From an optimization exercise on the open Yosys and OpenROAD flow, aimed at small area, a short achievable clock period and few clock cycles per item; shortcuts taken in it are not production practice. At most, simulation tests tie the RTL to the original design; equivalence was not proved.

== the previous run ==
// aes256_line
module aes256_line (
    input  wire         clk,
    input  wire         rst,         
    input  wire         in_valid,
    output wire         in_ready,
    input  wire [255:0] in_key,
    input  wire [127:0] in_data,
    output reg          out_valid,
    input  wire         out_ready,
    output wire [127:0] out_data
);
    reg         a_valid;
    reg [3:0]   a_round;     
    reg [127:0] a_state;
    reg [255:0] a_kwin;      
    reg         b_valid;
    reg [3:0]   b_round;
    reg [191:0] b_cut;       
    reg [47:0]  b_kcut;      
    reg [255:0] b_kwin;
    reg [127:0] out_reg;
    assign out_data = out_reg;
    wire finish = b_valid && (b_round == 4'd14);
    wire stall  = finish && out_valid && !out_ready;
    assign in_ready = !(b_valid && !finish) && !stall;
    wire load   = in_valid && in_ready;
    wire [191:0] cut;
    genvar g;
    generate
        for (g = 0; g < 16; g = g + 1) begin : g_sb1
            aes_sbox_p1 u_p1 (.a(a_state[127-8*g -: 8]), .m(cut[191-12*g -: 12]));
        end
    endgenerate
    wire [31:0] last_word = a_kwin[31:0];
    wire [47:0] kcut;
    generate
        for (g = 0; g < 4; g = g + 1) begin : g_ks1
            aes_sbox_p1 u_p1 (.a(last_word[31-8*g -: 8]), .m(kcut[47-12*g -: 12]));
        end
    endgenerate
    wire [127:0] sub_bytes;
    generate
        for (g = 0; g < 16; g = g + 1) begin : g_sb2
            aes_sbox_p2 u_p2 (.m(b_cut[191-12*g -: 12]), .y(sub_bytes[127-8*g -: 8]));
        end
  ...
For scale: roughly 1000 flip-flops, roughly 520 I/O pins, ~73000 um^2 of cells after synthesis.
Settings: LEC_CHECK=0, ABC_CLOCK_PERIOD_IN_PS=3500, CAP_MARGIN=20, CORE_MARGIN=2, CORE_UTILIZATION=40, PLACE_DENSITY=0.6, SETUP_SLACK_MARGIN=3.9, SLEW_MARGIN=20; clock period 7.5 ns.
run.sh (not shown) runs the stock make flow with config.mk's settings and CLKGATE_MAP_FILE= SYNTH_SCRIPT=/design/flow/synth_recipe.tcl, a recipe that flattens the netlist after the stock synthesis.
The previous run went all the way through the flow, and no timing, DRC or antenna check failed.
Testbench counts of the previous run, summed over its fixed seeds: cycles 5,400, blocks 384.
Relative to the previous run, the following input files were edited for the current run:
diff --git a/flow/config.mk b/flow/config.mk
--- a/flow/config.mk
+++ b/flow/config.mk
@@ -7,3 +7,2 @@
 export LEC_CHECK = 0
-export ABC_CLOCK_PERIOD_IN_PS = 3500
 export CAP_MARGIN = 20
@@ -12,3 +11,2 @@
 export PLACE_DENSITY = 0.6
-export SETUP_SLACK_MARGIN = 3.9
 export SLEW_MARGIN = 20
==> comparison <==
The critical path depth reported for the current run is greater than that of the previous run by 3. The previous run vs the current run, start point of the critical path: b_kcut[19] vs a_state[13]. Looking at the reports, the current run completed the entire flow and the layout it produced met the timing, DRC and antenna checks. Summary of the current run over the previous run: first-pass GRT wire length went down; clock-buffer cell count went up; arrival time of data at the critical path endpoint went up; non-clock buffer area fraction after layout went down. Summary of the current run over the previous run: upper clock frequency limit moved down, clock-cell share of area grew by 0.94 points, number of port buffers essentially unchanged, sequential fraction of total cell area increased 3.1 points.

* * *

Another version of the RTL of aes256_line (not shown whole).
Size: about 7800 cells after synthesis, roughly 1500 flip-flops, ~520 I/O pins.
==> flow/config.mk <==
export PLATFORM = sky130hd
export DESIGN_NAME = aes256_line
export DESIGN_NICKNAME = aes256_line
export VERILOG_FILES = /design/flow/design.v
export SDC_FILE = /design/flow/constraint.sdc
export NUM_CORES = 4
export LEC_CHECK = 0
export ABC_CLOCK_PERIOD_IN_PS = 2800
export CAP_MARGIN = 20
export CORE_MARGIN = 2
export CORE_UTILIZATION = 40
export PLACE_DENSITY = 0.6
export SETUP_SLACK_MARGIN = 4.7
export SLEW_MARGIN = 20
==> flow/constraint.sdc <==
create_clock -name core_clock -period 7.5 [get_ports {clk}]
set_input_delay 1.5000 -clock core_clock [delete_from_list [all_inputs] [get_ports {clk}]]
set_output_delay 1.5000 -clock core_clock [all_outputs]
set_load 0.01 [all_outputs]
Testbench counts at the start, summed over its fixed seeds: cycles 5,456, blocks 384.
Next try:
==> flow/flow/run.sh (new file) <==
#!/bin/bash
# Own flow: the standard layout (standard.sh) with two changes:
#  - Yosys's ABC technology mapping uses flow/abc_area.script, an area-oriented
#    script, in place of ORFS's speed script; everything else in synthesis
#    (register mapping, flattening, renaming) is the standard synthesis;
#  - the port buffers that placement inserts on every input and output are
#    buf_4 cells rather than the delay cell buffer_ports picks by default.
# The make output goes to orfs_make.log; ORFS keeps each tool's log in orfs/logs.
set -euo pipefail
W=$(pwd)
sed "s#^source \$::env(SCRIPTS_DIR)/synth.tcl#source $W/my_synth_core.tcl#" synth_recipe.tcl > my_synth.tcl
grep -q my_synth_core.tcl my_synth.tcl
sed 's#^  log_cmd abc {\*}\$abc_args#  set abc_args [lreplace $abc_args 1 1 $::env(MY_ABC_SCRIPT)]\n  log_cmd abc {*}$abc_args#' \
    "$FLOW_HOME/scripts/synth.tcl" > my_synth_core.tcl
grep -q MY_ABC_SCRIPT my_synth_core.tcl
sed -E "s#SYNTH_SCRIPT=[^ ]+#SYNTH_SCRIPT=$W/my_synth.tcl BUFFER_PORTS_ARGS='-buffer_cell sky130_fd_sc_hd__buf_4'#" standard.sh > my_standard.sh
grep -q "SYNTH_SCRIPT=$W/my_synth.tcl" my_standard.sh
export MY_ABC_SCRIPT=$W/flow/abc_area.script
bash my_standard.sh > orfs_make.log 2>&1
==> flow/flow/abc_area.script (new file) <==
strash
&get -n
&fraig -x
&put
dc2
strash
&get -n
&dch -f
&nf
&put
==> flow/standard.sh (new file) <==
#!/bin/bash
# synth_recipe.tcl (not shown) runs the flow's synth.tcl, then flattens the netlist and writes it again
# the make line also repeats each setting of config.mk as NAME=value (left out here)
make -C /OpenROAD-flow-scripts/flow DESIGN_CONFIG=/design/flow/config.mk WORK_HOME=/design/flow/orfs CLKGATE_MAP_FILE= SYNTH_SCRIPT=/design/flow/synth_recipe.tcl "${@:-finish}"
removed: flow/run.sh
After rerunning:
- The changed run finished with timing, DRC and antenna clean
- cell count came out lower by 8.8%
- design area came out lower by 5.0%
- routed wire length came out lower by 16%
- setup slack improves by 160 ps
- synthesized cell count came out lower by 13%
- fmax came out higher by 5.5%
- global-route usage came out lower by 2.4 points
- count of clock-buffer cells in the layout came out lower by 15
- clock skew came out higher by 3.2 ps
- die area came out lower by 6.8%
- sequential share of layout area came out higher by 1.8 points

* * *

run A:
aes256_line, a different RTL version from the one above (not shown whole).
Size: roughly 6500 cells after synthesis, roughly 520 I/O pins, roughly 67000 um^2 of cells after synthesis.
## aes256_line
module aes256_line (
    input  wire         clk,
    input  wire         rst,         
    input  wire         in_valid,
    output wire         in_ready,
    input  wire [255:0] in_key,
    input  wire [127:0] in_data,
    output reg          out_valid,
    input  wire         out_ready,
    output wire [127:0] out_data
);
export LEC_CHECK = 0
export ABC_CLOCK_PERIOD_IN_PS = 2800
export CAP_MARGIN = 20
export CORE_MARGIN = 2
export CORE_UTILIZATION = 45
export CTS_CLUSTER_DIAMETER = 120
export CTS_CLUSTER_SIZE = 26
export PLACE_DENSITY = 0.7
export SETUP_SLACK_MARGIN = 4.62
export SLEW_MARGIN = 20
create_clock -name core_clock -period 7.5 [get_ports {clk}]
standard.sh (not shown) runs the stock make flow with config.mk's settings and CLKGATE_MAP_FILE= SYNTH_SCRIPT=/design/flow/synth_recipe.tcl, a recipe that flattens the netlist after the stock synthesis.
==> flow/flow/run.sh <==
#!/bin/bash
# Own flow: the standard layout (standard.sh) with two changes:
#  - Yosys's ABC technology mapping uses flow/abc_area.script, an area-oriented
#    script, in place of ORFS's speed script; everything else in synthesis
#    (register mapping, flattening, renaming) is the standard synthesis;
#  - the port buffers that placement inserts on every input and output are
#    buf_2 cells rather than the delay cell buffer_ports picks by default.
# The make output goes to orfs_make.log; ORFS keeps each tool's log in orfs/logs.
set -euo pipefail
W=$(pwd)
sed "s#^source \$::env(SCRIPTS_DIR)/synth.tcl#source $W/my_synth_core.tcl#" synth_recipe.tcl > my_synth.tcl
grep -q my_synth_core.tcl my_synth.tcl
sed 's#^  log_cmd abc {\*}\$abc_args#  set abc_args [lreplace $abc_args 1 1 $::env(MY_ABC_SCRIPT)]\n  log_cmd abc {*}$abc_args#' \
    "$FLOW_HOME/scripts/synth.tcl" > my_synth_core.tcl
grep -q MY_ABC_SCRIPT my_synth_core.tcl
sed -E "s#SYNTH_SCRIPT=[^ ]+#SYNTH_SCRIPT=$W/my_synth.tcl BUFFER_PORTS_ARGS='-buffer_cell sky130_fd_sc_hd__buf_2'#" standard.sh > my_standard.sh
grep -q "SYNTH_SCRIPT=$W/my_synth.tcl" my_standard.sh
export MY_ABC_SCRIPT=$W/flow/abc_area.script
bash my_standard.sh > orfs_make.log 2>&1
==> flow/flow/abc_area.script <==
strash
&get -n
&fraig -x
&put
dc2
strash
&get -n
&dch -f
&nf -R 1000
&put
## Diff of input files: run B against run A
Settings: a change of SETUP_SLACK_MARGIN from 4.62 to 4.75; a change of ABC_CLOCK_PERIOD_IN_PS from 2800 to 2750; a change of CORE_UTILIZATION from 45 to 55; a change of PLACE_DENSITY from 0.7 to 0.8; a change of CTS_CLUSTER_SIZE from 26 to 28.
Notes after the runs:
- Run B | status: complete | timing, DRC, antenna: pass
- Compared with run A, in run B standard cell core area fell 26000 um^2, fraction of the mapped netlist area in compound gates was more or less identical, worst hold margin closely matched the old numbers, detailed router's first-iteration violation count moved up, total iterations of the first detailed-routing run moved up.
- Area of combinational cells with multiple inputs (run B over run A): increase, 760 um^2
- Delta (run B minus run A): setup slack moved up.
Relative to run B, the following input files were edited for run C:
Settings: swapping 4.75 for 4.7 in SETUP_SLACK_MARGIN; swapping 28 for 26 in CTS_CLUSTER_SIZE; swapping 55 for 45 in CORE_UTILIZATION; swapping 0.8 for 0.7 in PLACE_DENSITY; swapping 2750 for 2800 in ABC_CLOCK_PERIOD_IN_PS.
==> results.txt <==
- The count of clock-buffer cells in the layout reported for run C is greater than that of run B by 3.4%.
- Run C: end-of-flow core utilization 11 points below run B
- Largest clock skew in the final design (lower): run C
- Measured against run B, the largest net degree at the start of global routing of run C comes out at 0.812 times the reference value.
- Run C completed every stage of the flow, and the final layout passed the timing, DRC and antenna checks.
- Number of cells traversed by the worst register-to-register path on run C is down relative to run B.
- Run B → run C: clock transition at the registers of the reported paths neither gained nor lost much.
- Run C vs run B, number of H-tree levels went up by 1.
Input changes introduced in run D (baseline for comparison: run C):
Settings: putting TNS_END_PERCENT at 30 where nothing was set.
Results
Between run C and run D, the post-layout net count figures differ only marginally.
Sequential fraction of total cell area on run D is up relative to run C.
No run of this note included a check of the RTL's function; only the layout flow was run.

==> re-timing with driven ports <==
How much do the figures lean on ideal ports? The routed layouts below were timed once more, with nothing changed but the port constraints. Step 1: set_driving_cell puts a clkbuf_16 on clk and a buf_2 on each other input, an assumption about the parent block. Step 2 also shifts input and output timing later by t, the mid clock arrival at the registers, as if the neighbouring blocks saw the same clock. Slacks: no drivers / after step 1 / after step 2; pairs: no drivers / after step 1.
| run | t (ns) | setup slack, ns | hold WS [ns] | worst register clock-pin slew, ns | worst slew at a driven data input, ns |
|---|---|---|---|---|---|
| the previous run | 0.847 | 3.827 / 3.827 / 3.495 | 0.408 / 0.408 / 0.408 | 0.07 / 0.07 | 0.12 |
| the current run | 0.869 | 2.633 / 2.633 / 2.633 | 0.394 / 0.394 / 0.394 | 0.07 / 0.07 | 0.19 |
| the first run of note 2 | 0.899 | 4.348 / 4.256 / 3.897 | 0.306 / 0.306 / 0.306 | 0.07 / 0.07 | 0.26 |
| the second run of note 2 | 0.882 | 4.512 / 4.430 / 3.854 | 0.313 / 0.313 / 0.313 | 0.07 / 0.07 | 0.19 |
| run A | 0.788 | 4.516 / 4.431 / 4.218 | 0.310 / 0.310 / 0.310 | 0.11 / 0.11 | 0.15 |
| run B | 0.794 | 4.580 / 4.504 / 4.492 | 0.308 / 0.308 / 0.308 | 0.12 / 0.12 | 0.15 |
| run C | 0.784 | 4.594 / 4.513 / 4.318 | 0.313 / 0.313 / 0.313 | 0.11 / 0.11 | 0.13 |
| run D | 0.784 | 4.488 / 4.405 / 4.285 | 0.298 / 0.298 / 0.298 | 0.11 / 0.11 | 0.12 |
After both steps every run listed still meets setup and hold. For the second run of note 2, which loses most, drivers alone change the setup slack by -0.082 ns; drivers and shift together by -0.658 ns.
